Background: an optimization exercise with open tools, aiming at small area, a short achievable clock period and few clock cycles per item. Do not read the settings as production practice.
RTL that was checked went through simulation tests only; none was proved equivalent to the original.
The RTL of run 1 was laid out without a check of its function.
Power is estimated from default activity; no workload was simulated.

==> flow/design.v, too long to show whole: its modules and the start of the top module <==
// module anvil_bus_mac: 1069 lines
// module anvil_fa: 10 lines
// module anvil_ha: 9 lines
module anvil_bus_mac (
    input  wire        clk,
    input  wire        rst,
    input  wire        in_valid,
    output wire        in_ready,
    input  wire [39:0] in_sample,    
    input  wire [23:0] in_gain,      
    input  wire        in_last,
    output reg         out_valid,
    input  wire        out_ready,
    output reg  [39:0] out_value,    
    output reg         out_clip
);
  // ...
==> flow/flow/run.sh <==
#!/bin/bash
# The standard layout, except that buffer_ports gives the ports
# sky130_fd_sc_hd__buf_2 buffers instead of the delay buffers it picks by
# default. Every port still gets its own buffer.
set -euo pipefail
bash standard.sh "BUFFER_PORTS_ARGS=-buffer_cell sky130_fd_sc_hd__buf_2" finish > standard.log 2>&1
==> flow/standard.sh <==
#!/bin/bash
# synth_recipe.tcl (not shown) runs the flow's synth.tcl, then flattens the netlist and writes it again
# the make line also repeats each setting of config.mk as NAME=value (left out here)
make -C /OpenROAD-flow-scripts/flow DESIGN_CONFIG=/design/flow/config.mk WORK_HOME=/design/flow/orfs CLKGATE_MAP_FILE= SYNTH_SCRIPT=/design/flow/synth_recipe.tcl "${@:-finish}"
==> flow/config.mk <==
export PLATFORM = sky130hd
export DESIGN_NAME = anvil_bus_mac
export DESIGN_NICKNAME = anvil_bus_mac
export VERILOG_FILES = /design/flow/design.v
export SDC_FILE = /design/flow/constraint.sdc
export NUM_CORES = 4
export LEC_CHECK = 0
export ABC_AREA = 1
export CAP_MARGIN = 20
export CORE_MARGIN = 2
export CORE_UTILIZATION = 40
export PLACE_DENSITY = 0.6
export SLEW_MARGIN = 60
export SYNTH_HIERARCHICAL = 1
==> flow/constraint.sdc <==
create_clock -name core_clock -period 18.0 [get_ports {clk}]
set_input_delay 3.6000 -clock core_clock [delete_from_list [all_inputs] [get_ports {clk}]]
set_output_delay 3.6000 -clock core_clock [all_outputs]
set_load 0.01 [all_outputs]
==> flow_summary.toml, run 1 <==
[status]
status = "timing/DRC/antenna clean"

[cts]
cts-buffers-inserted = 40
post_cts_buffers = 0

[worst_setup_path]
crit_type = "flip-flop to output port"
crit_cells = 1
max_stage_delay_ns = 0.39
setup.worst_path.start = "out_value[34]"
crit_end = "out_value[34]"
cp-end-kind = "output port"
worstPathCellList = "buf_2"

[route]
vias = 28700
routed_wl_um = 110000
dr_wl_met2_um = 49200

[synthesis]
synthSimpleGateAreaFrac = 0.131
yosysWarnings = 7
synth_top_area_share = 0.221
synth_top_family_by_area = "adder cells"

[placed_design]
portBuffers = 111

[power]
power.total_mw = 7.15
p_comb_mw = 4.85
top_power_group = "combinational logic"
clock_power_mw = 0.822
pg_seq_mw = 1.48

[min_path]
hold_start = "i_l"

[layout]
fin_cells = 5135
top_regs = "m_c (50), m_s (49), acc (46)"
synthToLayoutAreaGrowth_pct = 8.62
largest_reg_flops = 50
design_area_um2 = 38500
area.sequential_um2 = 8950
sh_seq_area = 0.232
top_register = "m_c"
num-multi-input-gates = 3014
fillers = 8772

[global_routing]
busiest_layer = "met2"
gr-usage-met2 = 0.383

[sta]
slew_viol_final = 0
==> run 2, diff against run 1 <==
--- a/flow/design.v
+++ b/flow/design.v
@@ -991,31 +991,433 @@
     wire h48s, h48c;
     anvil_ha u_h48 (.a(f418s), .b(f416c), .s(h48s), .co(h48c));
     wire f419s, f419c;
     anvil_fa u_f419 (.a(~pp10[41]), .b(pp11[39]), .c(f418c), .s(f419s), .co(f419c));
     wire h49s = ~pp11[40];
     wire h49c = pp11[40];
     wire [63:0] rs = {~pp11[41], f419c, h48c, f417c, h47c, f413c, h46c, f407c, h45c, f399c, h44c, f389c, h43c, f377c, h42c, f363c, h41c, f347c, h40c, f329c, h39c, f309c, h38c, h37c, h36c, h35c, h34c, h33c, h32c, h31c, h30c, h29c, h28c, h27c, h26c, h25c, h24c, h23c, h22c, h21c, h20c, h19c, h18c, f90c, h17c, h16c, f72s, h14c, h13c, h12c, h11c, h10c, h9c, h8c, h7c, h6c, f12s, f9s, f6s, f4s, f2s, f1s, f0c, pp0[0]};
     wire [63:0] rc = {h49c, h49s, f419s, h48s, f417s, h47s, f413s, h46s, f407s, h45s, f399s, h44s, f389s, h43s, f377s, h42s, f363s, h41s, f347s, h40s, f329s, h39s, f309s, h38s, h37s, h36s, h35s, h34s, h33s, h32s, h31s, h30s, h29s, h28s, h27s, h26s, h25s, h24s, h23s, h22s, h21s, h20s, h19s, h18s, f90s, h17s, h16s, h15s, h14s, h13s, h12s, h11s, h10s, h9s, h8s, h7s, h6s, h5s, h4s, h3s, h2s, h1s, h0s, f0s};
-    wire [14:0] lowsum = {1'b0, rs[13:0]} + {1'b0, rc[13:0]};
+    wire lo_p0 = rs[0] ^ rc[0];
+    wire lo_g0 = rs[0] & rc[0];
+    wire lo_p1 = rs[1] ^ rc[1];
+    wire lo_g1 = rs[1] & rc[1];
+    wire lo_p2 = rs[2] ^ rc[2];
+    wire lo_g2 = rs[2] & rc[2];
+    wire lo_p3 = rs[3] ^ rc[3];
+    wire lo_g3 = rs[3] & rc[3];
+    wire lo_p4 = rs[4] ^ rc[4];
+    wire lo_g4 = rs[4] & rc[4];
+    wire lo_p5 = rs[5] ^ rc[5];
+    wire lo_g5 = rs[5] & rc[5];
+    wire lo_p6 = rs[6] ^ rc[6];
+    wire lo_g6 = rs[6] & rc[6];
+    wire lo_p7 = rs[7] ^ rc[7];
+    wire lo_g7 = rs[7] & rc[7];
+    wire lo_p8 = rs[8] ^ rc[8];
+    wire lo_g8 = rs[8] & rc[8];
+    wire lo_p9 = rs[9] ^ rc[9];
+    wire lo_g9 = rs[9] & rc[9];
+    wire lo_p10 = rs[10] ^ rc[10];
+    wire lo_g10 = rs[10] & rc[10];
+    wire lo_p11 = rs[11] ^ rc[11];
+    wire lo_g11 = rs[11] & rc[11];
+    wire lo_p12 = rs[12] ^ rc[12];
+    wire lo_g12 = rs[12] & rc[12];
+    wire lo_p13 = rs[13] ^ rc[13];
+    wire lo_g13 = rs[13] & rc[13];
+    wire lo_G1 = lo_g1 | (lo_p1 & lo_g0);
+    wire lo_P1 = lo_p1 & lo_p0;
+    wire lo_G2 = lo_g3 | (lo_p3 & lo_g2);
+    wire lo_P2 = lo_p3 & lo_p2;
+    wire lo_G3 = lo_g5 | (lo_p5 & lo_g4);
+    wire lo_P3 = lo_p5 & lo_p4;
+    wire lo_G4 = lo_g7 | (lo_p7 & lo_g6);
+    wire lo_P4 = lo_p7 & lo_p6;
+    wire lo_G5 = lo_g9 | (lo_p9 & lo_g8);
+    wire lo_P5 = lo_p9 & lo_p8;
+    wire lo_G6 = lo_g11 | (lo_p11 & lo_g10);
+    wire lo_P6 = lo_p11 & lo_p10;
+    wire lo_G7 = lo_g13 | (lo_p13 & lo_g12);
+    wire lo_P7 = lo_p13 & lo_p12;
+    wire lo_G8 = lo_G2 | (lo_P2 & lo_G1);
+    wire lo_P8 = lo_P2 & lo_P1;
+    wire lo_G9 = lo_G4 | (lo_P4 & lo_G3);
+    wire lo_P9 = lo_P4 & lo_P3;
+    wire lo_G10 = lo_G6 | (lo_P6 & lo_G5);
+    wire lo_P10 = lo_P6 & lo_P5;
+    wire lo_G11 = lo_G9 | (lo_P9 & lo_G8);
+    wire lo_P11 = lo_P9 & lo_P8;
+    wire lo_G12 = lo_G10 | (lo_P10 & lo_G11);
+    wire lo_P12 = lo_P10 & lo_P11;
+    wire lo_G13 = lo_G3 | (lo_P3 & lo_G8);
+    wire lo_P13 = lo_P3 & lo_P8;
+    wire lo_G14 = lo_G5 | (lo_P5 & lo_G11);
+    wire lo_P14 = lo_P5 & lo_P11;
+    wire lo_G15 = lo_G7 | (lo_P7 & lo_G12);
+    wire lo_P15 = lo_P7 & lo_P12;
+    wire lo_G16 = lo_g2 | (lo_p2 & lo_G1);
+    wire lo_P16 = lo_p2 & lo_P1;
+    wire lo_G17 = lo_g4 | (lo_p4 & lo_G8);
+    wire lo_P17 = lo_p4 & lo_P8;
+    wire lo_G18 = lo_g6 | (lo_p6 & lo_G13);
+    wire lo_P18 = lo_p6 & lo_P13;
+    wire lo_G19 = lo_g8 | (lo_p8 & lo_G11);
+    wire lo_P19 = lo_p8 & lo_P11;
+    wire lo_G20 = lo_g10 | (lo_p10 & lo_G14);
+    wire lo_P20 = lo_p10 & lo_P14;
+    wire lo_G21 = lo_g12 | (lo_p12 & lo_G12);
+    wire lo_P21 = lo_p12 & lo_P12;
     reg [49:0] m_s, m_c;
     reg        m_k;
     reg        m_v, m_l;
     always @(posedge clk) begin
         if (en) begin
             m_s <= rs[63:14];
             m_c <= rc[63:14];
-            m_k <= lowsum[14];
+            m_k <= lo_G15;
             m_l <= i_l;
         end
         if (rst)     m_v <= 1'b0;
         else if (en) m_v <= i_v;
     end
-    wire [49:0] rsum = m_s + m_c + {49'd0, m_k};
+    wire ra_p0 = m_s[0] ^ m_c[0];
+    wire ra_g0 = m_s[0] & m_c[0];
+    wire ra_p1 = m_s[1] ^ m_c[1];
+    wire ra_g1 = m_s[1] & m_c[1];
+    wire ra_p2 = m_s[2] ^ m_c[2];
+    wire ra_g2 = m_s[2] & m_c[2];
+    wire ra_p3 = m_s[3] ^ m_c[3];
+    wire ra_g3 = m_s[3] & m_c[3];
+    wire ra_p4 = m_s[4] ^ m_c[4];
+    wire ra_g4 = m_s[4] & m_c[4];
+    wire ra_p5 = m_s[5] ^ m_c[5];
+    wire ra_g5 = m_s[5] & m_c[5];
+    wire ra_p6 = m_s[6] ^ m_c[6];
+    wire ra_g6 = m_s[6] & m_c[6];
+    wire ra_p7 = m_s[7] ^ m_c[7];
+    wire ra_g7 = m_s[7] & m_c[7];
+    wire ra_p8 = m_s[8] ^ m_c[8];
+    wire ra_g8 = m_s[8] & m_c[8];
+    wire ra_p9 = m_s[9] ^ m_c[9];
+    wire ra_g9 = m_s[9] & m_c[9];
+    wire ra_p10 = m_s[10] ^ m_c[10];
+    wire ra_g10 = m_s[10] & m_c[10];
+    wire ra_p11 = m_s[11] ^ m_c[11];
+    wire ra_g11 = m_s[11] & m_c[11];
+    wire ra_p12 = m_s[12] ^ m_c[12];
+    wire ra_g12 = m_s[12] & m_c[12];
+    wire ra_p13 = m_s[13] ^ m_c[13];
+    wire ra_g13 = m_s[13] & m_c[13];
+    wire ra_p14 = m_s[14] ^ m_c[14];
+    wire ra_g14 = m_s[14] & m_c[14];
+    wire ra_p15 = m_s[15] ^ m_c[15];
+    wire ra_g15 = m_s[15] & m_c[15];
+    wire ra_p16 = m_s[16] ^ m_c[16];
+    wire ra_g16 = m_s[16] & m_c[16];
+    wire ra_p17 = m_s[17] ^ m_c[17];
+    wire ra_g17 = m_s[17] & m_c[17];
+    wire ra_p18 = m_s[18] ^ m_c[18];
+    wire ra_g18 = m_s[18] & m_c[18];
+    wire ra_p19 = m_s[19] ^ m_c[19];
+    wire ra_g19 = m_s[19] & m_c[19];
+    wire ra_p20 = m_s[20] ^ m_c[20];
+    wire ra_g20 = m_s[20] & m_c[20];
+    wire ra_p21 = m_s[21] ^ m_c[21];
+    wire ra_g21 = m_s[21] & m_c[21];
+    wire ra_p22 = m_s[22] ^ m_c[22];
+    wire ra_g22 = m_s[22] & m_c[22];
+    wire ra_p23 = m_s[23] ^ m_c[23];
+    wire ra_g23 = m_s[23] & m_c[23];
+    wire ra_p24 = m_s[24] ^ m_c[24];
+    wire ra_g24 = m_s[24] & m_c[24];
+    wire ra_p25 = m_s[25] ^ m_c[25];
+    wire ra_g25 = m_s[25] & m_c[25];
+    wire ra_p26 = m_s[26] ^ m_c[26];
+    wire ra_g26 = m_s[26] & m_c[26];
+    wire ra_p27 = m_s[27] ^ m_c[27];
+    wire ra_g27 = m_s[27] & m_c[27];
+    wire ra_p28 = m_s[28] ^ m_c[28];
+    wire ra_g28 = m_s[28] & m_c[28];
+    wire ra_p29 = m_s[29] ^ m_c[29];
+    wire ra_g29 = m_s[29] & m_c[29];
+    wire ra_p30 = m_s[30] ^ m_c[30];
+    wire ra_g30 = m_s[30] & m_c[30];
+    wire ra_p31 = m_s[31] ^ m_c[31];
+    wire ra_g31 = m_s[31] & m_c[31];
+    wire ra_p32 = m_s[32] ^ m_c[32];
+    wire ra_g32 = m_s[32] & m_c[32];
+    wire ra_p33 = m_s[33] ^ m_c[33];
+    wire ra_g33 = m_s[33] & m_c[33];
+    wire ra_p34 = m_s[34] ^ m_c[34];
+    wire ra_g34 = m_s[34] & m_c[34];
+    wire ra_p35 = m_s[35] ^ m_c[35];
+    wire ra_g35 = m_s[35] & m_c[35];
+    wire ra_p36 = m_s[36] ^ m_c[36];
+    wire ra_g36 = m_s[36] & m_c[36];
+    wire ra_p37 = m_s[37] ^ m_c[37];
+    wire ra_g37 = m_s[37] & m_c[37];
+    wire ra_p38 = m_s[38] ^ m_c[38];
+    wire ra_g38 = m_s[38] & m_c[38];
+    wire ra_p39 = m_s[39] ^ m_c[39];
+    wire ra_g39 = m_s[39] & m_c[39];
+    wire ra_p40 = m_s[40] ^ m_c[40];
+    wire ra_g40 = m_s[40] & m_c[40];
+    wire ra_p41 = m_s[41] ^ m_c[41];
+    wire ra_g41 = m_s[41] & m_c[41];
+    wire ra_p42 = m_s[42] ^ m_c[42];
+    wire ra_g42 = m_s[42] & m_c[42];
+    wire ra_p43 = m_s[43] ^ m_c[43];
+    wire ra_g43 = m_s[43] & m_c[43];
+    wire ra_p44 = m_s[44] ^ m_c[44];
+    wire ra_g44 = m_s[44] & m_c[44];
+    wire ra_p45 = m_s[45] ^ m_c[45];
+    wire ra_g45 = m_s[45] & m_c[45];
+    wire ra_p46 = m_s[46] ^ m_c[46];
+    wire ra_g46 = m_s[46] & m_c[46];
+    wire ra_p47 = m_s[47] ^ m_c[47];
+    wire ra_g47 = m_s[47] & m_c[47];
+    wire ra_p48 = m_s[48] ^ m_c[48];
+    wire ra_g48 = m_s[48] & m_c[48];
+    wire ra_p49 = m_s[49] ^ m_c[49];
+    wire ra_g49 = m_s[49] & m_c[49];
+    wire ra_gc = ra_g0 | (ra_p0 & m_k);
+    wire ra_G1 = ra_g1 | (ra_p1 & ra_gc);
+    wire ra_P1 = ra_p1 & ra_p0;
+    wire ra_G2 = ra_g3 | (ra_p3 & ra_g2);
+    wire ra_P2 = ra_p3 & ra_p2;
+    wire ra_G3 = ra_g5 | (ra_p5 & ra_g4);
+    wire ra_P3 = ra_p5 & ra_p4;
+    wire ra_G4 = ra_g7 | (ra_p7 & ra_g6);
+    wire ra_P4 = ra_p7 & ra_p6;
+    wire ra_G5 = ra_g9 | (ra_p9 & ra_g8);
+    wire ra_P5 = ra_p9 & ra_p8;
+    wire ra_G6 = ra_g11 | (ra_p11 & ra_g10);
+    wire ra_P6 = ra_p11 & ra_p10;
+    wire ra_G7 = ra_g13 | (ra_p13 & ra_g12);
+    wire ra_P7 = ra_p13 & ra_p12;
+    wire ra_G8 = ra_g15 | (ra_p15 & ra_g14);
+    wire ra_P8 = ra_p15 & ra_p14;
+    wire ra_G9 = ra_g17 | (ra_p17 & ra_g16);
+    wire ra_P9 = ra_p17 & ra_p16;
+    wire ra_G10 = ra_g19 | (ra_p19 & ra_g18);
+    wire ra_P10 = ra_p19 & ra_p18;
+    wire ra_G11 = ra_g21 | (ra_p21 & ra_g20);
+    wire ra_P11 = ra_p21 & ra_p20;
+    wire ra_G12 = ra_g23 | (ra_p23 & ra_g22);
+    wire ra_P12 = ra_p23 & ra_p22;
+    wire ra_G13 = ra_g25 | (ra_p25 & ra_g24);
+    wire ra_P13 = ra_p25 & ra_p24;
+    wire ra_G14 = ra_g27 | (ra_p27 & ra_g26);
+    wire ra_P14 = ra_p27 & ra_p26;
+    wire ra_G15 = ra_g29 | (ra_p29 & ra_g28);
+    wire ra_P15 = ra_p29 & ra_p28;
+    wire ra_G16 = ra_g31 | (ra_p31 & ra_g30);
+    wire ra_P16 = ra_p31 & ra_p30;
+    wire ra_G17 = ra_g33 | (ra_p33 & ra_g32);
+    wire ra_P17 = ra_p33 & ra_p32;
+    wire ra_G18 = ra_g35 | (ra_p35 & ra_g34);
+    wire ra_P18 = ra_p35 & ra_p34;
+    wire ra_G19 = ra_g37 | (ra_p37 & ra_g36);
+    wire ra_P19 = ra_p37 & ra_p36;
+    wire ra_G20 = ra_g39 | (ra_p39 & ra_g38);
+    wire ra_P20 = ra_p39 & ra_p38;
+    wire ra_G21 = ra_g41 | (ra_p41 & ra_g40);
+    wire ra_P21 = ra_p41 & ra_p40;
+    wire ra_G22 = ra_g43 | (ra_p43 & ra_g42);
+    wire ra_P22 = ra_p43 & ra_p42;
+    wire ra_G23 = ra_g45 | (ra_p45 & ra_g44);
+    wire ra_P23 = ra_p45 & ra_p44;
+    wire ra_G24 = ra_g47 | (ra_p47 & ra_g46);
+    wire ra_P24 = ra_p47 & ra_p46;
+    wire ra_G25 = ra_g49 | (ra_p49 & ra_g48);
+    wire ra_P25 = ra_p49 & ra_p48;
+    wire ra_G26 = ra_G2 | (ra_P2 & ra_G1);
+    wire ra_P26 = ra_P2 & ra_P1;
+    wire ra_G27 = ra_G4 | (ra_P4 & ra_G3);
+    wire ra_P27 = ra_P4 & ra_P3;
+    wire ra_G28 = ra_G6 | (ra_P6 & ra_G5);
+    wire ra_P28 = ra_P6 & ra_P5;
+    wire ra_G29 = ra_G8 | (ra_P8 & ra_G7);
+    wire ra_P29 = ra_P8 & ra_P7;
+    wire ra_G30 = ra_G10 | (ra_P10 & ra_G9);
+    wire ra_P30 = ra_P10 & ra_P9;
+    wire ra_G31 = ra_G12 | (ra_P12 & ra_G11);
+    wire ra_P31 = ra_P12 & ra_P11;
+    wire ra_G32 = ra_G14 | (ra_P14 & ra_G13);
+    wire ra_P32 = ra_P14 & ra_P13;
+    wire ra_G33 = ra_G16 | (ra_P16 & ra_G15);
+    wire ra_P33 = ra_P16 & ra_P15;
+    wire ra_G34 = ra_G18 | (ra_P18 & ra_G17);
+    wire ra_P34 = ra_P18 & ra_P17;
+    wire ra_G35 = ra_G20 | (ra_P20 & ra_G19);
+    wire ra_P35 = ra_P20 & ra_P19;
+    wire ra_G36 = ra_G22 | (ra_P22 & ra_G21);
+    wire ra_P36 = ra_P22 & ra_P21;
+    wire ra_G37 = ra_G24 | (ra_P24 & ra_G23);
+    wire ra_P37 = ra_P24 & ra_P23;
+    wire ra_G38 = ra_G27 | (ra_P27 & ra_G26);
+    wire ra_P38 = ra_P27 & ra_P26;
+    wire ra_G39 = ra_G29 | (ra_P29 & ra_G28);
+    wire ra_P39 = ra_P29 & ra_P28;
+    wire ra_G40 = ra_G31 | (ra_P31 & ra_G30);
+    wire ra_P40 = ra_P31 & ra_P30;
+    wire ra_G41 = ra_G33 | (ra_P33 & ra_G32);
+    wire ra_P41 = ra_P33 & ra_P32;
+    wire ra_G42 = ra_G35 | (ra_P35 & ra_G34);
+    wire ra_P42 = ra_P35 & ra_P34;
+    wire ra_G43 = ra_G37 | (ra_P37 & ra_G36);
+    wire ra_P43 = ra_P37 & ra_P36;
+    wire ra_G44 = ra_G39 | (ra_P39 & ra_G38);
+    wire ra_P44 = ra_P39 & ra_P38;
+    wire ra_G45 = ra_G41 | (ra_P41 & ra_G40);
+    wire ra_P45 = ra_P41 & ra_P40;
+    wire ra_G46 = ra_G43 | (ra_P43 & ra_G42);
+    wire ra_P46 = ra_P43 & ra_P42;
+    wire ra_G47 = ra_G45 | (ra_P45 & ra_G44);
+    wire ra_P47 = ra_P45 & ra_P44;
+    wire ra_G48 = ra_G46 | (ra_P46 & ra_G47);
+    wire ra_P48 = ra_P46 & ra_P47;
+    wire ra_G49 = ra_G40 | (ra_P40 & ra_G44);
+    wire ra_P49 = ra_P40 & ra_P44;
+    wire ra_G50 = ra_G42 | (ra_P42 & ra_G47);
+    wire ra_P50 = ra_P42 & ra_P47;
+    wire ra_G51 = ra_G28 | (ra_P28 & ra_G38);
+    wire ra_P51 = ra_P28 & ra_P38;
+    wire ra_G52 = ra_G30 | (ra_P30 & ra_G44);
+    wire ra_P52 = ra_P30 & ra_P44;
+    wire ra_G53 = ra_G32 | (ra_P32 & ra_G49);
+    wire ra_P53 = ra_P32 & ra_P49;
+    wire ra_G54 = ra_G34 | (ra_P34 & ra_G47);
+    wire ra_P54 = ra_P34 & ra_P47;
+    wire ra_G55 = ra_G36 | (ra_P36 & ra_G50);
+    wire ra_P55 = ra_P36 & ra_P50;
+    wire ra_G56 = ra_G3 | (ra_P3 & ra_G26);
+    wire ra_P56 = ra_P3 & ra_P26;
+    wire ra_G57 = ra_G5 | (ra_P5 & ra_G38);
+    wire ra_P57 = ra_P5 & ra_P38;
+    wire ra_G58 = ra_G7 | (ra_P7 & ra_G51);
+    wire ra_P58 = ra_P7 & ra_P51;
+    wire ra_G59 = ra_G9 | (ra_P9 & ra_G44);
+    wire ra_P59 = ra_P9 & ra_P44;
+    wire ra_G60 = ra_G11 | (ra_P11 & ra_G52);
+    wire ra_P60 = ra_P11 & ra_P52;
+    wire ra_G61 = ra_G13 | (ra_P13 & ra_G49);
+    wire ra_P61 = ra_P13 & ra_P49;
+    wire ra_G62 = ra_G15 | (ra_P15 & ra_G53);
+    wire ra_P62 = ra_P15 & ra_P53;
+    wire ra_G63 = ra_G17 | (ra_P17 & ra_G47);
+    wire ra_P63 = ra_P17 & ra_P47;
+    wire ra_G64 = ra_G19 | (ra_P19 & ra_G54);
+    wire ra_P64 = ra_P19 & ra_P54;
+    wire ra_G65 = ra_G21 | (ra_P21 & ra_G50);
+    wire ra_P65 = ra_P21 & ra_P50;
+    wire ra_G66 = ra_G23 | (ra_P23 & ra_G55);
+    wire ra_P66 = ra_P23 & ra_P55;
+    wire ra_G67 = ra_G25 | (ra_P25 & ra_G48);
+    wire ra_P67 = ra_P25 & ra_P48;
+    wire ra_G68 = ra_g2 | (ra_p2 & ra_G1);
+    wire ra_P68 = ra_p2 & ra_P1;
+    wire ra_G69 = ra_g4 | (ra_p4 & ra_G26);
+    wire ra_P69 = ra_p4 & ra_P26;
+    wire ra_G70 = ra_g6 | (ra_p6 & ra_G56);
+    wire ra_P70 = ra_p6 & ra_P56;
+    wire ra_G71 = ra_g8 | (ra_p8 & ra_G38);
+    wire ra_P71 = ra_p8 & ra_P38;
+    wire ra_G72 = ra_g10 | (ra_p10 & ra_G57);
+    wire ra_P72 = ra_p10 & ra_P57;
+    wire ra_G73 = ra_g12 | (ra_p12 & ra_G51);
+    wire ra_P73 = ra_p12 & ra_P51;
+    wire ra_G74 = ra_g14 | (ra_p14 & ra_G58);
+    wire ra_P74 = ra_p14 & ra_P58;
+    wire ra_G75 = ra_g16 | (ra_p16 & ra_G44);
+    wire ra_P75 = ra_p16 & ra_P44;
+    wire ra_G76 = ra_g18 | (ra_p18 & ra_G59);
+    wire ra_P76 = ra_p18 & ra_P59;
+    wire ra_G77 = ra_g20 | (ra_p20 & ra_G52);
+    wire ra_P77 = ra_p20 & ra_P52;
+    wire ra_G78 = ra_g22 | (ra_p22 & ra_G60);
+    wire ra_P78 = ra_p22 & ra_P60;
+    wire ra_G79 = ra_g24 | (ra_p24 & ra_G49);
+    wire ra_P79 = ra_p24 & ra_P49;
+    wire ra_G80 = ra_g26 | (ra_p26 & ra_G61);
+    wire ra_P80 = ra_p26 & ra_P61;
+    wire ra_G81 = ra_g28 | (ra_p28 & ra_G53);
+    wire ra_P81 = ra_p28 & ra_P53;
+    wire ra_G82 = ra_g30 | (ra_p30 & ra_G62);
+    wire ra_P82 = ra_p30 & ra_P62;
+    wire ra_G83 = ra_g32 | (ra_p32 & ra_G47);
+    wire ra_P83 = ra_p32 & ra_P47;
+    wire ra_G84 = ra_g34 | (ra_p34 & ra_G63);
+    wire ra_P84 = ra_p34 & ra_P63;
+    wire ra_G85 = ra_g36 | (ra_p36 & ra_G54);
+    wire ra_P85 = ra_p36 & ra_P54;
+    wire ra_G86 = ra_g38 | (ra_p38 & ra_G64);
+    wire ra_P86 = ra_p38 & ra_P64;
+    wire ra_G87 = ra_g40 | (ra_p40 & ra_G50);
+    wire ra_P87 = ra_p40 & ra_P50;
+    wire ra_G88 = ra_g42 | (ra_p42 & ra_G65);
+    wire ra_P88 = ra_p42 & ra_P65;
+    wire ra_G89 = ra_g44 | (ra_p44 & ra_G55);
+    wire ra_P89 = ra_p44 & ra_P55;
+    wire ra_G90 = ra_g46 | (ra_p46 & ra_G66);
+    wire ra_P90 = ra_p46 & ra_P66;
+    wire ra_G91 = ra_g48 | (ra_p48 & ra_G48);
+    wire ra_P91 = ra_p48 & ra_P48;
+    wire ra_s0 = ra_p0 ^ m_k;
+    wire ra_s1 = ra_p1 ^ ra_gc;
+    wire ra_s2 = ra_p2 ^ ra_G1;
+    wire ra_s3 = ra_p3 ^ ra_G68;
+    wire ra_s4 = ra_p4 ^ ra_G26;
+    wire ra_s5 = ra_p5 ^ ra_G69;
+    wire ra_s6 = ra_p6 ^ ra_G56;
+    wire ra_s7 = ra_p7 ^ ra_G70;
+    wire ra_s8 = ra_p8 ^ ra_G38;
+    wire ra_s9 = ra_p9 ^ ra_G71;
+    wire ra_s10 = ra_p10 ^ ra_G57;
+    wire ra_s11 = ra_p11 ^ ra_G72;
+    wire ra_s12 = ra_p12 ^ ra_G51;
+    wire ra_s13 = ra_p13 ^ ra_G73;
+    wire ra_s14 = ra_p14 ^ ra_G58;
+    wire ra_s15 = ra_p15 ^ ra_G74;
+    wire ra_s16 = ra_p16 ^ ra_G44;
+    wire ra_s17 = ra_p17 ^ ra_G75;
+    wire ra_s18 = ra_p18 ^ ra_G59;
+    wire ra_s19 = ra_p19 ^ ra_G76;
+    wire ra_s20 = ra_p20 ^ ra_G52;
+    wire ra_s21 = ra_p21 ^ ra_G77;
+    wire ra_s22 = ra_p22 ^ ra_G60;
+    wire ra_s23 = ra_p23 ^ ra_G78;
+    wire ra_s24 = ra_p24 ^ ra_G49;
+    wire ra_s25 = ra_p25 ^ ra_G79;
+    wire ra_s26 = ra_p26 ^ ra_G61;
+    wire ra_s27 = ra_p27 ^ ra_G80;
+    wire ra_s28 = ra_p28 ^ ra_G53;
+    wire ra_s29 = ra_p29 ^ ra_G81;
+    wire ra_s30 = ra_p30 ^ ra_G62;
+    wire ra_s31 = ra_p31 ^ ra_G82;
+    wire ra_s32 = ra_p32 ^ ra_G47;
+    wire ra_s33 = ra_p33 ^ ra_G83;
+    wire ra_s34 = ra_p34 ^ ra_G63;
+    wire ra_s35 = ra_p35 ^ ra_G84;
+    wire ra_s36 = ra_p36 ^ ra_G54;
+    wire ra_s37 = ra_p37 ^ ra_G85;
+    wire ra_s38 = ra_p38 ^ ra_G64;
+    wire ra_s39 = ra_p39 ^ ra_G86;
+    wire ra_s40 = ra_p40 ^ ra_G50;
+    wire ra_s41 = ra_p41 ^ ra_G87;
+    wire ra_s42 = ra_p42 ^ ra_G65;
+    wire ra_s43 = ra_p43 ^ ra_G88;
+    wire ra_s44 = ra_p44 ^ ra_G55;
+    wire ra_s45 = ra_p45 ^ ra_G89;
+    wire ra_s46 = ra_p46 ^ ra_G66;
+    wire ra_s47 = ra_p47 ^ ra_G90;
+    wire ra_s48 = ra_p48 ^ ra_G48;
+    wire ra_s49 = ra_p49 ^ ra_G91;
+    wire [49:0] rsum = {ra_s49, ra_s48, ra_s47, ra_s46, ra_s45, ra_s44, ra_s43, ra_s42, ra_s41, ra_s40, ra_s39, ra_s38, ra_s37, ra_s36, ra_s35, ra_s34, ra_s33, ra_s32, ra_s31, ra_s30, ra_s29, ra_s28, ra_s27, ra_s26, ra_s25, ra_s24, ra_s23, ra_s22, ra_s21, ra_s20, ra_s19, ra_s18, ra_s17, ra_s16, ra_s15, ra_s14, ra_s13, ra_s12, ra_s11, ra_s10, ra_s9, ra_s8, ra_s7, ra_s6, ra_s5, ra_s4, ra_s3, ra_s2, ra_s1, ra_s0};
     wire [43:0] prnd = rsum[49:6];      
     wire        t_ovf = ~(&prnd[43:39]) & (|prnd[43:39]);
     wire [39:0] term  = t_ovf ? (prnd[43] ? MIN40 : MAX40) : prnd[39:0];
     reg  [39:0] r_t;
     reg         r_c;
     reg         r_v, r_l;
     always @(posedge clk) begin
         if (en) begin
@@ -1023,17 +1425,318 @@
             r_c <= t_ovf;
             r_l <= m_l;
         end
         if (rst)     r_v <= 1'b0;
         else if (en) r_v <= m_v;
     end
     reg  [45:0] acc;
     reg         acc_clip;
-    wire [45:0] sum     = acc + {{6{r_t[39]}}, r_t};
+    wire aa_p0 = acc[0] ^ r_t[0];
+    wire aa_g0 = acc[0] & r_t[0];
+    wire aa_p1 = acc[1] ^ r_t[1];
+    wire aa_g1 = acc[1] & r_t[1];
+    wire aa_p2 = acc[2] ^ r_t[2];
+    wire aa_g2 = acc[2] & r_t[2];
+    wire aa_p3 = acc[3] ^ r_t[3];
+    wire aa_g3 = acc[3] & r_t[3];
+    wire aa_p4 = acc[4] ^ r_t[4];
+    wire aa_g4 = acc[4] & r_t[4];
+    wire aa_p5 = acc[5] ^ r_t[5];
+    wire aa_g5 = acc[5] & r_t[5];
+    wire aa_p6 = acc[6] ^ r_t[6];
+    wire aa_g6 = acc[6] & r_t[6];
+    wire aa_p7 = acc[7] ^ r_t[7];
+    wire aa_g7 = acc[7] & r_t[7];
+    wire aa_p8 = acc[8] ^ r_t[8];
+    wire aa_g8 = acc[8] & r_t[8];
+    wire aa_p9 = acc[9] ^ r_t[9];
+    wire aa_g9 = acc[9] & r_t[9];
+    wire aa_p10 = acc[10] ^ r_t[10];
+    wire aa_g10 = acc[10] & r_t[10];
+    wire aa_p11 = acc[11] ^ r_t[11];
+    wire aa_g11 = acc[11] & r_t[11];
+    wire aa_p12 = acc[12] ^ r_t[12];
+    wire aa_g12 = acc[12] & r_t[12];
+    wire aa_p13 = acc[13] ^ r_t[13];
+    wire aa_g13 = acc[13] & r_t[13];
+    wire aa_p14 = acc[14] ^ r_t[14];
+    wire aa_g14 = acc[14] & r_t[14];
+    wire aa_p15 = acc[15] ^ r_t[15];
+    wire aa_g15 = acc[15] & r_t[15];
+    wire aa_p16 = acc[16] ^ r_t[16];
+    wire aa_g16 = acc[16] & r_t[16];
+    wire aa_p17 = acc[17] ^ r_t[17];
+    wire aa_g17 = acc[17] & r_t[17];
+    wire aa_p18 = acc[18] ^ r_t[18];
+    wire aa_g18 = acc[18] & r_t[18];
+    wire aa_p19 = acc[19] ^ r_t[19];
+    wire aa_g19 = acc[19] & r_t[19];
+    wire aa_p20 = acc[20] ^ r_t[20];
+    wire aa_g20 = acc[20] & r_t[20];
+    wire aa_p21 = acc[21] ^ r_t[21];
+    wire aa_g21 = acc[21] & r_t[21];
+    wire aa_p22 = acc[22] ^ r_t[22];
+    wire aa_g22 = acc[22] & r_t[22];
+    wire aa_p23 = acc[23] ^ r_t[23];
+    wire aa_g23 = acc[23] & r_t[23];
+    wire aa_p24 = acc[24] ^ r_t[24];
+    wire aa_g24 = acc[24] & r_t[24];
+    wire aa_p25 = acc[25] ^ r_t[25];
+    wire aa_g25 = acc[25] & r_t[25];
+    wire aa_p26 = acc[26] ^ r_t[26];
+    wire aa_g26 = acc[26] & r_t[26];
+    wire aa_p27 = acc[27] ^ r_t[27];
+    wire aa_g27 = acc[27] & r_t[27];
+    wire aa_p28 = acc[28] ^ r_t[28];
+    wire aa_g28 = acc[28] & r_t[28];
+    wire aa_p29 = acc[29] ^ r_t[29];
+    wire aa_g29 = acc[29] & r_t[29];
+    wire aa_p30 = acc[30] ^ r_t[30];
+    wire aa_g30 = acc[30] & r_t[30];
+    wire aa_p31 = acc[31] ^ r_t[31];
+    wire aa_g31 = acc[31] & r_t[31];
+    wire aa_p32 = acc[32] ^ r_t[32];
+    wire aa_g32 = acc[32] & r_t[32];
+    wire aa_p33 = acc[33] ^ r_t[33];
+    wire aa_g33 = acc[33] & r_t[33];
+    wire aa_p34 = acc[34] ^ r_t[34];
+    wire aa_g34 = acc[34] & r_t[34];
+    wire aa_p35 = acc[35] ^ r_t[35];
+    wire aa_g35 = acc[35] & r_t[35];
+    wire aa_p36 = acc[36] ^ r_t[36];
+    wire aa_g36 = acc[36] & r_t[36];
+    wire aa_p37 = acc[37] ^ r_t[37];
+    wire aa_g37 = acc[37] & r_t[37];
+    wire aa_p38 = acc[38] ^ r_t[38];
+    wire aa_g38 = acc[38] & r_t[38];
+    wire aa_p39 = acc[39] ^ r_t[39];
+    wire aa_g39 = acc[39] & r_t[39];
+    wire aa_p40 = acc[40] ^ r_t[39];
+    wire aa_g40 = acc[40] & r_t[39];
+    wire aa_p41 = acc[41] ^ r_t[39];
+    wire aa_g41 = acc[41] & r_t[39];
+    wire aa_p42 = acc[42] ^ r_t[39];
+    wire aa_g42 = acc[42] & r_t[39];
+    wire aa_p43 = acc[43] ^ r_t[39];
+    wire aa_g43 = acc[43] & r_t[39];
+    wire aa_p44 = acc[44] ^ r_t[39];
+    wire aa_g44 = acc[44] & r_t[39];
+    wire aa_p45 = acc[45] ^ r_t[39];
+    wire aa_g45 = acc[45] & r_t[39];
+    wire aa_G1 = aa_g1 | (aa_p1 & aa_g0);
+    wire aa_P1 = aa_p1 & aa_p0;
+    wire aa_G2 = aa_g3 | (aa_p3 & aa_g2);
+    wire aa_P2 = aa_p3 & aa_p2;
+    wire aa_G3 = aa_g5 | (aa_p5 & aa_g4);
+    wire aa_P3 = aa_p5 & aa_p4;
+    wire aa_G4 = aa_g7 | (aa_p7 & aa_g6);
+    wire aa_P4 = aa_p7 & aa_p6;
+    wire aa_G5 = aa_g9 | (aa_p9 & aa_g8);
+    wire aa_P5 = aa_p9 & aa_p8;
+    wire aa_G6 = aa_g11 | (aa_p11 & aa_g10);
+    wire aa_P6 = aa_p11 & aa_p10;
+    wire aa_G7 = aa_g13 | (aa_p13 & aa_g12);
+    wire aa_P7 = aa_p13 & aa_p12;
+    wire aa_G8 = aa_g15 | (aa_p15 & aa_g14);
+    wire aa_P8 = aa_p15 & aa_p14;
+    wire aa_G9 = aa_g17 | (aa_p17 & aa_g16);
+    wire aa_P9 = aa_p17 & aa_p16;
+    wire aa_G10 = aa_g19 | (aa_p19 & aa_g18);
+    wire aa_P10 = aa_p19 & aa_p18;
+    wire aa_G11 = aa_g21 | (aa_p21 & aa_g20);
+    wire aa_P11 = aa_p21 & aa_p20;
+    wire aa_G12 = aa_g23 | (aa_p23 & aa_g22);
+    wire aa_P12 = aa_p23 & aa_p22;
+    wire aa_G13 = aa_g25 | (aa_p25 & aa_g24);
+    wire aa_P13 = aa_p25 & aa_p24;
+    wire aa_G14 = aa_g27 | (aa_p27 & aa_g26);
+    wire aa_P14 = aa_p27 & aa_p26;
+    wire aa_G15 = aa_g29 | (aa_p29 & aa_g28);
+    wire aa_P15 = aa_p29 & aa_p28;
+    wire aa_G16 = aa_g31 | (aa_p31 & aa_g30);
+    wire aa_P16 = aa_p31 & aa_p30;
+    wire aa_G17 = aa_g33 | (aa_p33 & aa_g32);
+    wire aa_P17 = aa_p33 & aa_p32;
+    wire aa_G18 = aa_g35 | (aa_p35 & aa_g34);
+    wire aa_P18 = aa_p35 & aa_p34;
+    wire aa_G19 = aa_g37 | (aa_p37 & aa_g36);
+    wire aa_P19 = aa_p37 & aa_p36;
+    wire aa_G20 = aa_g39 | (aa_p39 & aa_g38);
+    wire aa_P20 = aa_p39 & aa_p38;
+    wire aa_G21 = aa_g41 | (aa_p41 & aa_g40);
+    wire aa_P21 = aa_p41 & aa_p40;
+    wire aa_G22 = aa_g43 | (aa_p43 & aa_g42);
+    wire aa_P22 = aa_p43 & aa_p42;
+    wire aa_G23 = aa_g45 | (aa_p45 & aa_g44);
+    wire aa_P23 = aa_p45 & aa_p44;
+    wire aa_G24 = aa_G2 | (aa_P2 & aa_G1);
+    wire aa_P24 = aa_P2 & aa_P1;
+    wire aa_G25 = aa_G4 | (aa_P4 & aa_G3);
+    wire aa_P25 = aa_P4 & aa_P3;
+    wire aa_G26 = aa_G6 | (aa_P6 & aa_G5);
+    wire aa_P26 = aa_P6 & aa_P5;
+    wire aa_G27 = aa_G8 | (aa_P8 & aa_G7);
+    wire aa_P27 = aa_P8 & aa_P7;
+    wire aa_G28 = aa_G10 | (aa_P10 & aa_G9);
+    wire aa_P28 = aa_P10 & aa_P9;
+    wire aa_G29 = aa_G12 | (aa_P12 & aa_G11);
+    wire aa_P29 = aa_P12 & aa_P11;
+    wire aa_G30 = aa_G14 | (aa_P14 & aa_G13);
+    wire aa_P30 = aa_P14 & aa_P13;
+    wire aa_G31 = aa_G16 | (aa_P16 & aa_G15);
+    wire aa_P31 = aa_P16 & aa_P15;
+    wire aa_G32 = aa_G18 | (aa_P18 & aa_G17);
+    wire aa_P32 = aa_P18 & aa_P17;
+    wire aa_G33 = aa_G20 | (aa_P20 & aa_G19);
+    wire aa_P33 = aa_P20 & aa_P19;
+    wire aa_G34 = aa_G22 | (aa_P22 & aa_G21);
+    wire aa_P34 = aa_P22 & aa_P21;
+    wire aa_G35 = aa_G25 | (aa_P25 & aa_G24);
+    wire aa_P35 = aa_P25 & aa_P24;
+    wire aa_G36 = aa_G27 | (aa_P27 & aa_G26);
+    wire aa_P36 = aa_P27 & aa_P26;
+    wire aa_G37 = aa_G29 | (aa_P29 & aa_G28);
+    wire aa_P37 = aa_P29 & aa_P28;
+    wire aa_G38 = aa_G31 | (aa_P31 & aa_G30);
+    wire aa_P38 = aa_P31 & aa_P30;
+    wire aa_G39 = aa_G33 | (aa_P33 & aa_G32);
+    wire aa_P39 = aa_P33 & aa_P32;
+    wire aa_G40 = aa_G36 | (aa_P36 & aa_G35);
+    wire aa_P40 = aa_P36 & aa_P35;
+    wire aa_G41 = aa_G38 | (aa_P38 & aa_G37);
+    wire aa_P41 = aa_P38 & aa_P37;
+    wire aa_G42 = aa_G41 | (aa_P41 & aa_G40);
+    wire aa_P42 = aa_P41 & aa_P40;
+    wire aa_G43 = aa_G37 | (aa_P37 & aa_G40);
+    wire aa_P43 = aa_P37 & aa_P40;
+    wire aa_G44 = aa_G39 | (aa_P39 & aa_G42);
+    wire aa_P44 = aa_P39 & aa_P42;
+    wire aa_G45 = aa_G26 | (aa_P26 & aa_G35);
+    wire aa_P45 = aa_P26 & aa_P35;
+    wire aa_G46 = aa_G28 | (aa_P28 & aa_G40);
+    wire aa_P46 = aa_P28 & aa_P40;
+    wire aa_G47 = aa_G30 | (aa_P30 & aa_G43);
+    wire aa_P47 = aa_P30 & aa_P43;
+    wire aa_G48 = aa_G32 | (aa_P32 & aa_G42);
+    wire aa_P48 = aa_P32 & aa_P42;
+    wire aa_G49 = aa_G34 | (aa_P34 & aa_G44);
+    wire aa_P49 = aa_P34 & aa_P44;
+    wire aa_G50 = aa_G3 | (aa_P3 & aa_G24);
+    wire aa_P50 = aa_P3 & aa_P24;
+    wire aa_G51 = aa_G5 | (aa_P5 & aa_G35);
+    wire aa_P51 = aa_P5 & aa_P35;
+    wire aa_G52 = aa_G7 | (aa_P7 & aa_G45);
+    wire aa_P52 = aa_P7 & aa_P45;
+    wire aa_G53 = aa_G9 | (aa_P9 & aa_G40);
+    wire aa_P53 = aa_P9 & aa_P40;
+    wire aa_G54 = aa_G11 | (aa_P11 & aa_G46);
+    wire aa_P54 = aa_P11 & aa_P46;
+    wire aa_G55 = aa_G13 | (aa_P13 & aa_G43);
+    wire aa_P55 = aa_P13 & aa_P43;
+    wire aa_G56 = aa_G15 | (aa_P15 & aa_G47);
+    wire aa_P56 = aa_P15 & aa_P47;
+    wire aa_G57 = aa_G17 | (aa_P17 & aa_G42);
+    wire aa_P57 = aa_P17 & aa_P42;
+    wire aa_G58 = aa_G19 | (aa_P19 & aa_G48);
+    wire aa_P58 = aa_P19 & aa_P48;
+    wire aa_G59 = aa_G21 | (aa_P21 & aa_G44);
+    wire aa_P59 = aa_P21 & aa_P44;
+    wire aa_G60 = aa_G23 | (aa_P23 & aa_G49);
+    wire aa_P60 = aa_P23 & aa_P49;
+    wire aa_G61 = aa_g2 | (aa_p2 & aa_G1);
+    wire aa_P61 = aa_p2 & aa_P1;
+    wire aa_G62 = aa_g4 | (aa_p4 & aa_G24);
+    wire aa_P62 = aa_p4 & aa_P24;
+    wire aa_G63 = aa_g6 | (aa_p6 & aa_G50);
+    wire aa_P63 = aa_p6 & aa_P50;
+    wire aa_G64 = aa_g8 | (aa_p8 & aa_G35);
+    wire aa_P64 = aa_p8 & aa_P35;
+    wire aa_G65 = aa_g10 | (aa_p10 & aa_G51);
+    wire aa_P65 = aa_p10 & aa_P51;
+    wire aa_G66 = aa_g12 | (aa_p12 & aa_G45);
+    wire aa_P66 = aa_p12 & aa_P45;
+    wire aa_G67 = aa_g14 | (aa_p14 & aa_G52);
+    wire aa_P67 = aa_p14 & aa_P52;
+    wire aa_G68 = aa_g16 | (aa_p16 & aa_G40);
+    wire aa_P68 = aa_p16 & aa_P40;
+    wire aa_G69 = aa_g18 | (aa_p18 & aa_G53);
+    wire aa_P69 = aa_p18 & aa_P53;
+    wire aa_G70 = aa_g20 | (aa_p20 & aa_G46);
+    wire aa_P70 = aa_p20 & aa_P46;
+    wire aa_G71 = aa_g22 | (aa_p22 & aa_G54);
+    wire aa_P71 = aa_p22 & aa_P54;
+    wire aa_G72 = aa_g24 | (aa_p24 & aa_G43);
+    wire aa_P72 = aa_p24 & aa_P43;
+    wire aa_G73 = aa_g26 | (aa_p26 & aa_G55);
+    wire aa_P73 = aa_p26 & aa_P55;
+    wire aa_G74 = aa_g28 | (aa_p28 & aa_G47);
+    wire aa_P74 = aa_p28 & aa_P47;
+    wire aa_G75 = aa_g30 | (aa_p30 & aa_G56);
+    wire aa_P75 = aa_p30 & aa_P56;
+    wire aa_G76 = aa_g32 | (aa_p32 & aa_G42);
+    wire aa_P76 = aa_p32 & aa_P42;
+    wire aa_G77 = aa_g34 | (aa_p34 & aa_G57);
+    wire aa_P77 = aa_p34 & aa_P57;
+    wire aa_G78 = aa_g36 | (aa_p36 & aa_G48);
+    wire aa_P78 = aa_p36 & aa_P48;
+    wire aa_G79 = aa_g38 | (aa_p38 & aa_G58);
+    wire aa_P79 = aa_p38 & aa_P58;
+    wire aa_G80 = aa_g40 | (aa_p40 & aa_G44);
+    wire aa_P80 = aa_p40 & aa_P44;
+    wire aa_G81 = aa_g42 | (aa_p42 & aa_G59);
+    wire aa_P81 = aa_p42 & aa_P59;
+    wire aa_G82 = aa_g44 | (aa_p44 & aa_G49);
+    wire aa_P82 = aa_p44 & aa_P49;
+    wire aa_s1 = aa_p1 ^ aa_g0;
+    wire aa_s2 = aa_p2 ^ aa_G1;
+    wire aa_s3 = aa_p3 ^ aa_G61;
+    wire aa_s4 = aa_p4 ^ aa_G24;
+    wire aa_s5 = aa_p5 ^ aa_G62;
+    wire aa_s6 = aa_p6 ^ aa_G50;
+    wire aa_s7 = aa_p7 ^ aa_G63;
+    wire aa_s8 = aa_p8 ^ aa_G35;
+    wire aa_s9 = aa_p9 ^ aa_G64;
+    wire aa_s10 = aa_p10 ^ aa_G51;
+    wire aa_s11 = aa_p11 ^ aa_G65;
+    wire aa_s12 = aa_p12 ^ aa_G45;
+    wire aa_s13 = aa_p13 ^ aa_G66;
+    wire aa_s14 = aa_p14 ^ aa_G52;
+    wire aa_s15 = aa_p15 ^ aa_G67;
+    wire aa_s16 = aa_p16 ^ aa_G40;
+    wire aa_s17 = aa_p17 ^ aa_G68;
+    wire aa_s18 = aa_p18 ^ aa_G53;
+    wire aa_s19 = aa_p19 ^ aa_G69;
+    wire aa_s20 = aa_p20 ^ aa_G46;
+    wire aa_s21 = aa_p21 ^ aa_G70;
+    wire aa_s22 = aa_p22 ^ aa_G54;
+    wire aa_s23 = aa_p23 ^ aa_G71;
+    wire aa_s24 = aa_p24 ^ aa_G43;
+    wire aa_s25 = aa_p25 ^ aa_G72;
+    wire aa_s26 = aa_p26 ^ aa_G55;
+    wire aa_s27 = aa_p27 ^ aa_G73;
+    wire aa_s28 = aa_p28 ^ aa_G47;
+    wire aa_s29 = aa_p29 ^ aa_G74;
+    wire aa_s30 = aa_p30 ^ aa_G56;
+    wire aa_s31 = aa_p31 ^ aa_G75;
+    wire aa_s32 = aa_p32 ^ aa_G42;
+    wire aa_s33 = aa_p33 ^ aa_G76;
+    wire aa_s34 = aa_p34 ^ aa_G57;
+    wire aa_s35 = aa_p35 ^ aa_G77;
+    wire aa_s36 = aa_p36 ^ aa_G48;
+    wire aa_s37 = aa_p37 ^ aa_G78;
+    wire aa_s38 = aa_p38 ^ aa_G58;
+    wire aa_s39 = aa_p39 ^ aa_G79;
+    wire aa_s40 = aa_p40 ^ aa_G44;
+    wire aa_s41 = aa_p41 ^ aa_G80;
+    wire aa_s42 = aa_p42 ^ aa_G59;
+    wire aa_s43 = aa_p43 ^ aa_G81;
+    wire aa_s44 = aa_p44 ^ aa_G49;
+    wire aa_s45 = aa_p45 ^ aa_G82;
+    wire [45:0] sum = {aa_s45, aa_s44, aa_s43, aa_s42, aa_s41, aa_s40, aa_s39, aa_s38, aa_s37, aa_s36, aa_s35, aa_s34, aa_s33, aa_s32, aa_s31, aa_s30, aa_s29, aa_s28, aa_s27, aa_s26, aa_s25, aa_s24, aa_s23, aa_s22, aa_s21, aa_s20, aa_s19, aa_s18, aa_s17, aa_s16, aa_s15, aa_s14, aa_s13, aa_s12, aa_s11, aa_s10, aa_s9, aa_s8, aa_s7, aa_s6, aa_s5, aa_s4, aa_s3, aa_s2, aa_s1, aa_p0};
     wire        s_ovf   = ~(&sum[45:39]) & (|sum[45:39]);
     wire [39:0] sum_sat = s_ovf ? (sum[45] ? MIN40 : MAX40) : sum[39:0];
     wire take   = en & r_v;
     wire fin    = take & r_l;
     wire ov_nxt = fin | (out_valid & ~out_ready);
     wire rv_nxt = en ? m_v : r_v;
     wire rl_nxt = en ? m_l : r_l;
     wire mv_nxt = en ? i_v : m_v;
==> flow/config.mk (replaced) <==
export PLATFORM = sky130hd
export DESIGN_NAME = anvil_bus_mac
export DESIGN_NICKNAME = anvil_bus_mac
export VERILOG_FILES = /design/flow/design.v
export SDC_FILE = /design/flow/constraint.sdc
export NUM_CORES = 4
export LEC_CHECK = 0
export ABC_AREA = 1
export CAP_MARGIN = 20
export CORE_MARGIN = 2
export CORE_UTILIZATION = 55
export PLACE_DENSITY = 0.7
export SLEW_MARGIN = 60
export SYNTH_HIERARCHICAL = 1
==> run 2 against run 1 <==
Critical path depth is 15 higher. Maximum frequency is 2.4% lower. Final area is 9.6% lower. Sequential cell count stayed put. Sequential share of layout area is 2.5 points higher. Routed wire length is 17% lower. Power is 8.6% lower. Utilization is 16 points higher. Critical path type is now flip-flop to flip-flop. Clock power is 9.9% lower. Area after synthesis is 8.2% lower. Critical endpoint is now m_k. Global-route usage is 5.8 points higher.
==> flow_summary.toml, run 2 <==
[status]
status = "timing/DRC/antenna clean"

[layout]
largest_reg_flops = 50
finalNetCount = 3709
fillers = 4829
synthToLayoutAreaGrowth_pct = 6.97
top_regs = "m_c (50), m_s (49), acc (46)"
drive_gt1_frac = 0.0950
top_register = "m_c"
mostFrequentLayoutCells = "xor2_1 (519), o22ai_1 (469), fa_1 (436)"
mostFrequentLayoutCell = "xor2_1"

[floorplanning]
start_util = 0.554
die_w_um = 247
core-area_um2 = 58800
die_h_um = 247
die-area_um2 = 61200
io_pins = 112
num_rows = 89

[synthesis]
syn_area_per_cell_um2 = 10.5
synth_top_area_share = 0.268
syn_inst = 3098
yosysSeqAreaShare = 0.274
synthTopCellsByArea = "fa_1 (27%), edfxtp_1 (24%), xor2_1 (14%), o22ai_1 (9.0%), ha_1 (6.9%)"
synth_common_cells = "xor2_1 (520), o22ai_1 (469), fa_1 (436)"
synth_seq_cells = 316
syn_nets = 3784
synth_cell_type_count = 41
yosysMostFrequentCell = "xor2_1"
synth_flop_cell = "edfxtp_1"
syn_area_um2 = 32600
synth-async-reset-ratio = 0
yosysWarnings = 7
synth_area_leader_cell = "fa_1"
synth_edf_count = 261

[route]
wl_per_cell_um = 23.9
viasPerCell = 6.41
vias = 24500
drtIter0Drc = 2649
ant_nets = 0
drc = 0
routed_wl_um = 91500
drtPass1Iterations = 6

[sta]
hold_viol = 0
tns_ns = 0
setup_violations = 0
clock.fmax_ghz = 0.206
finalCritPeriodShare = 0.270
post-route-min-period_ns = 4.85
rsz0062_at_grt = "no"
tightest_slew_ns = 0.663
slew_viol_final = 0
clock-skew-final_ns = 0.0333
relSlewSlack = 0.558

[worst_setup_path]
crit_type = "flip-flop to flip-flop"
worstPathCellList = "buf_4 > clkinv_1 > xor2_1 > ha_1 > inv_1 > fa_1 > fa_1 > fa_1 > ha_1 > ha_1 > nand2_1 > nor2_1 > a211oi_1 > nand2_1 > nand2_1 > nand2_1"
cpMostUsedCell = "nand2_1"
cp.required_ns = 18.29
start_kind = "flip-flop"
cp-end-kind = "flip-flop"
crit_fanout = 32
max_stage_delay_ns = 0.63
cp_slowest_cell = "clkinv_1"
arrival_ns = 5.14

[cts]
cts_resized = 0
cts-buffers-inserted = 37
post_cts_buffers = 0
path_clk_slew_ns = 0.06
clock_path_buffers = 3
cts_root_buf = "clkbuf_16"
postCtsHoldBufs = 0
cts_tree = "done"
cts.sinks = 316
cts-htree-levels = 2
clk_latency_ns = 0.58

[power]
power.total_mw = 6.53
power_leakage_nw = 14.4
power_density_nw_per_um2 = 187
peakVddDrop_uv = 144

[flow_run]
cap_viol_max_count = 0

[min_path]
holdCritPathClass = "flip-flop to flip-flop"

[global_routing]
grt_pass1_vias = 26100
grt_pass1_wl_um = 142000
grt_max_degree = 68
grt_overflow = 0
global_route.usage.total = 0.301
antenna_found_initial = 0

[placed_design]
hpwl_um = 62000
portBuffers = 111
gp_congestion = 0.921
[run 2: worst paths after layout]
check	start	slack [ns]	endpoint	cells past startpoint
worst max-delay path	bneg[1]	13.15	m_k	16
worst min-delay path	i_l	0.43	m_l	0
worst max register to register	bneg[1]	13.15	m_k	16
worst min register to register	i_l	0.43	m_l	0
[run 2: final cells by class]
cell class	instances	area (um2)	share of cell area
clock buffer	48	1020	0.0292
timing repair buffer	151	1000	0.0287
tap	773	967	0.0277
clock inverter	20	209	0.00599
multi-input combinational	2214	21500	0.618
sequential	316	8950	0.257
inverter	303	1180	0.0339
antenna	1	2.50	0.0000718
[run 2: per-module statistics from Yosys, one instance, submodules excluded]
module         copies in the design  area, um2
anvil_fa                        391       20.0
anvil_ha                         48       12.5
anvil_bus_mac                     1      24200
[run 2: cells by family (layout without fill, tap and decap cells)]
group,count (synthesis),count (layout),share of synthesized area
mux,5,5,0.00173
compound gates,695,695,0.130
xor+xnor,537,537,0.145
simple gates,360,360,0.0455
flops,316,316,0.274
fa+ha+maj,617,617,0.337
buf+inv,568,522,0.0665
other cells,0,1,0
[run 2: worst max-delay path: cells and delay by family (launching register included)]
family                     cells  cell delay [ns]
AOI/OAI and AO/OA              1             0.19
adders and majority gates      6             2.13
buffers and inverters          3             1.16
DFF                            1             0.32
and+or+nand+nor                5             0.41
xor gates and xnor gates       1             0.33
[run 2: power breakdown]
group	switching [mW]	total [mW]	internal, mW
registers	0.104	1.49	1.39
logic	2.45	4.30	1.84
clock network	0.306	0.741	0.435
[run 2: per-stage QoR]
| step | cells | setup slack [ns] | utilization | hold slack [ns] | cell area (um2) |
|---|---|---|---|---|---|
| 3_5_place_dp | 3756 | 13.23 | 0.571 | 0.423 | 33600 |
| 3_3_place_gp | 3750 | 12.92 | 0.567 | 0.417 | 33400 |
| 2_1_floorplan | 3098 | 11.45 | - | 0.400 | 32600 |
| 6_report | 3826 | 13.15 | 0.593 | 0.432 | 34900 |
| 5_1_grt | 3825 | 12.85 | 0.593 | 0.439 | 34900 |
| 4_1_cts | 3824 | 13.22 | 0.592 | 0.433 | 34800 |
[run 2: per-layer routing]
layer	GRT usage	vias to the layer above	part of all wire	wire [um]
li1	-	10400	-	-
met1	0.371	12000	0.38	34800
met2	0.469	1733	0.45	41000
met3	0.103	407	0.12	10700
met4	0.161	0	0.054	4950
met5	0	-	0	0
Testbench counts of run 2, summed over its fixed seeds: cycles 79,310, items 4,800.
==> run 3, diff against run 2 <==
--- a/flow/config.mk
+++ b/flow/config.mk
@@ -10,4 +10,4 @@
 export CORE_MARGIN = 2
-export CORE_UTILIZATION = 55
-export PLACE_DENSITY = 0.7
+export CORE_UTILIZATION = 40
+export PLACE_DENSITY = 0.6
 export SLEW_MARGIN = 60
==> run 3 against run 2 <==
Power fell by 0.47%. Sequential cell count did not move. First-iteration DRC count fell by 15%. Synthesized cell count did not move. Clock-buffer cell count rose by 4. Still clean. Non-clock buffer count rose by 3.
==> flow_summary.toml, run 3 <==
[route]
vias = 23400
routed_wl_um = 92300
drtPass1Iterations = 6
wl_per_cell_um = 22.4
ant_nets = 0
drc = 0
drtIter0Drc = 2260
viasPerCell = 5.67

[layout]
fin_cells = 4120
finalNetCount = 3715
mostFrequentLayoutCell = "xor2_1"
insertedDiodeCount = 0
largest_reg_flops = 50
drive_gt1_frac = 0.0977
top_register = "m_c"
top_regs = "m_c (50), m_s (49), acc (46)"
mostFrequentLayoutCells = "xor2_1 (519), o22ai_1 (469), fa_1 (436)"
synthToLayoutAreaGrowth_pct = 8.40

[worst_setup_path]
setup.worst_path.start = "out_value[0]"
reg2reg_depth = 10
start_kind = "flip-flop"
worstReg2RegEnd = "m_c[29]"
reg2reg_from = "btwo[1]"
cp_slowest_cell = "edfxtp_1"
r2r_slack_ns = 13.33
worstPathBufferInverterCount = 1
cp.required_ns = 14.40
worstPathCellList = "buf_2"
arrival_ns = 1.16
cpLargestDelayFamily = "flip-flops"
crit_type = "flip-flop to output port"
crit_fanout = 1
max_stage_delay_ns = 0.42
cp-end-kind = "output port"

[synthesis]
syn_area_um2 = 32600
syn_nets = 3784
synthTopCellsByArea = "fa_1 (27%), edfxtp_1 (24%), xor2_1 (14%), o22ai_1 (9.0%), ha_1 (6.9%)"
yosysMostFrequentCell = "xor2_1"
synth-async-reset-ratio = 0
synth_common_cells = "xor2_1 (520), o22ai_1 (469), fa_1 (436)"
syn_inst = 3098
yosysWarnings = 7
yosysSeqAreaShare = 0.274
synth_edf_count = 261
synth_flop_cell = "edfxtp_1"
syn_area_per_cell_um2 = 10.5
synth_area_leader_cell = "fa_1"
synth_top_area_share = 0.268
synth_seq_cells = 316
synth_cell_type_count = 41

[sta]
slew_viol_final = 0
post-route-min-period_ns = 4.76
clock-skew-final_ns = 0.0267
hold_viol = 0
relSlewSlack = 0.572
clock.fmax_ghz = 0.210
tns_ns = 0
hold_ws_ns = 0.423
tightest_slew_ns = 0.636
finalCritPeriodShare = 0.264
setup_violations = 0
rsz0062_at_grt = "no"

[cts]
cts_tree = "done"
cts_resized = 0
clk_latency_ns = 0.59
cts.sinks = 316
post_cts_buffers = 0
postCtsHoldBufs = 0
path_clk_slew_ns = 0.06
clock_path_buffers = 3
cts-buffers-inserted = 40
cts_root_buf = "clkbuf_16"
cts-htree-levels = 2

[global_routing]
grt_pass1_wl_um = 142000
grt_overflow = 0
global_route.usage.total = 0.221
grt_max_degree = 69
grt_pass1_vias = 23900
antenna_found_initial = 2

[placed_design]
gp_congestion = 0.852
placedCellCount = 4045
portBuffers = 111
hpwl_um = 62700

[status]
status = "timing/DRC/antenna clean"

[power]
power_density_nw_per_um2 = 184
power_leakage_nw = 14.5
power.total_mw = 6.50
peakVddDrop_uv = 133

[floorplanning]
die_w_um = 289
core-area_um2 = 80500
die_h_um = 289
die-area_um2 = 83800
num_rows = 104
io_pins = 112
start_util = 0.405

[min_path]
holdCritPathClass = "flip-flop to flip-flop"
hold_start = "i_l"
whs_path_depth = 0
holdPathEnd = "m_l"

[flow_run]
cap_viol_max_count = 0
==> run 3: cell counts after synthesis <==
No cell type changed its count.
==> run 3: kinds of logic (layout without fill, tap and decap cells) <==
logic type | count (synthesis) | in the layout | share of synthesized area
AOI/OAI and AO/OA | 695 | 695 | 0.130
and+or+nand+nor | 360 | 360 | 0.0455
adders and majority gates | 617 | 617 | 0.337
xor gates and xnor gates | 537 | 537 | 0.145
muxes | 5 | 5 | 0.00173
DFF | 316 | 316 | 0.274
buffers and inverters | 568 | 530 | 0.0665
==> run 3: worst reg2reg max path, cell delays in order, from the launching register on <==
cell and delay (ns):
edfxtp_1 0.37, clkinv_1 0.47, buf_4 0.44, o22ai_1 0.17, xor2_1 0.21, fa_1 0.49, fa_1 0.44, fa_1 0.44
fa_1 0.50, fa_1 0.40, fa_1 0.49
==> run 3: final cells by class <==
class / count / area (um2)
Clock buffer: 52 / 1110
Sequential cell: 316 / 8950
Fill cell: 7594 / 45200
Tap cell: 1060 / 1330
Timing Repair Buffer: 154 / 992
Clock inverter: 21 / 200
Inverter: 303 / 1200
Multi-Input combinational cell: 2214 / 21500
==> run 3: how the worst max path moves through the flow <==
stage | endpoint | slack, ns | depth (start not counted)
global route | out_value[12] | 12.83 | 25
finish | out_value[0] | 13.24 | 1
floorplan | out_clip | 11.45 | 3
CTS | out_value[0] | 13.15 | 1
detailed placement | gnz | 13.29 | 4
global placement | ei | 12.97 | 7
==> run 3: through the flow <==
step | worst slack, ns | utilization | area [um2]
2_1_floorplan | 11.45 | - | 32600
3_3_place_gp | 12.97 | 0.419 | 33800
3_5_place_dp | 13.29 | 0.422 | 34000
4_1_cts | 13.15 | 0.438 | 35300
5_1_grt | 12.83 | 0.439 | 35300
6_report | 13.24 | 0.439 | 35300
==> run 3: Yosys stat by module (local to each module, per instance) <==
| module | flip-flops and latches | copies in the design | area, um2 |
|---|---|---|---|
| anvil_bus_mac | 316 | 1 | 24200 |
| anvil_fa | 0 | 391 | 20.0 |
| anvil_ha | 0 | 48 | 12.5 |
==> run 3: layer usage <==
layer,vias up,part of all wire,global-route usage
met2,1124,0.44,0.339
met5,-,0.00033,0
met1,11600,0.43,0.304
met3,185,0.093,0.0547
li1,10400,-,-
met4,4,0.031,0.0742
==> run 3: power by group <==
| part | switching [mW] | leakage (nW) | total [mW] | internal (mW) |
|---|---|---|---|---|
| Combinational | 2.39 | 10.7 | 4.22 | 1.83 |
| Clock | 0.326 | 0.650 | 0.782 | 0.456 |
| Sequential | 0.107 | 3.18 | 1.50 | 1.39 |
| Total | 2.82 | 14.5 | 6.50 | 3.68 |

re-timing with driven ports:
The flow's constraints put no driver on any port. The routed layouts listed below were extracted and timed again, unchanged, in two steps.
Step 1 sets driving cells, clkbuf_16 on the clock port and buf_2 on the other inputs (assumed; they add their load-dependent delay and slew).
Step 2 times the ports against the registers' clock, not the clock port: input delays grow and output delays shrink by t, the midpoint of the rising clock arrivals with the driver on.
Slacks: ideal ports / drivers / drivers and shift; pairs: ideal ports / drivers.
| run | t (ns) | slack for setup (ns) | hold slack, ns | clock arrival spread, ns |
|---|---|---|---|---|
| run 1 | 0.639 | 13.262 / 13.201 / 13.310 | 0.429 / 0.429 / 0.429 | 0.019 / 0.019 |
| run 2 | 0.626 | 13.145 / 13.145 / 13.145 | 0.432 / 0.432 / 0.432 | 0.036 / 0.036 |
| run 3 | 0.630 | 13.243 / 13.186 / 13.274 | 0.423 / 0.423 / 0.423 | 0.028 / 0.028 |
After both steps setup and hold are still met in every run listed.
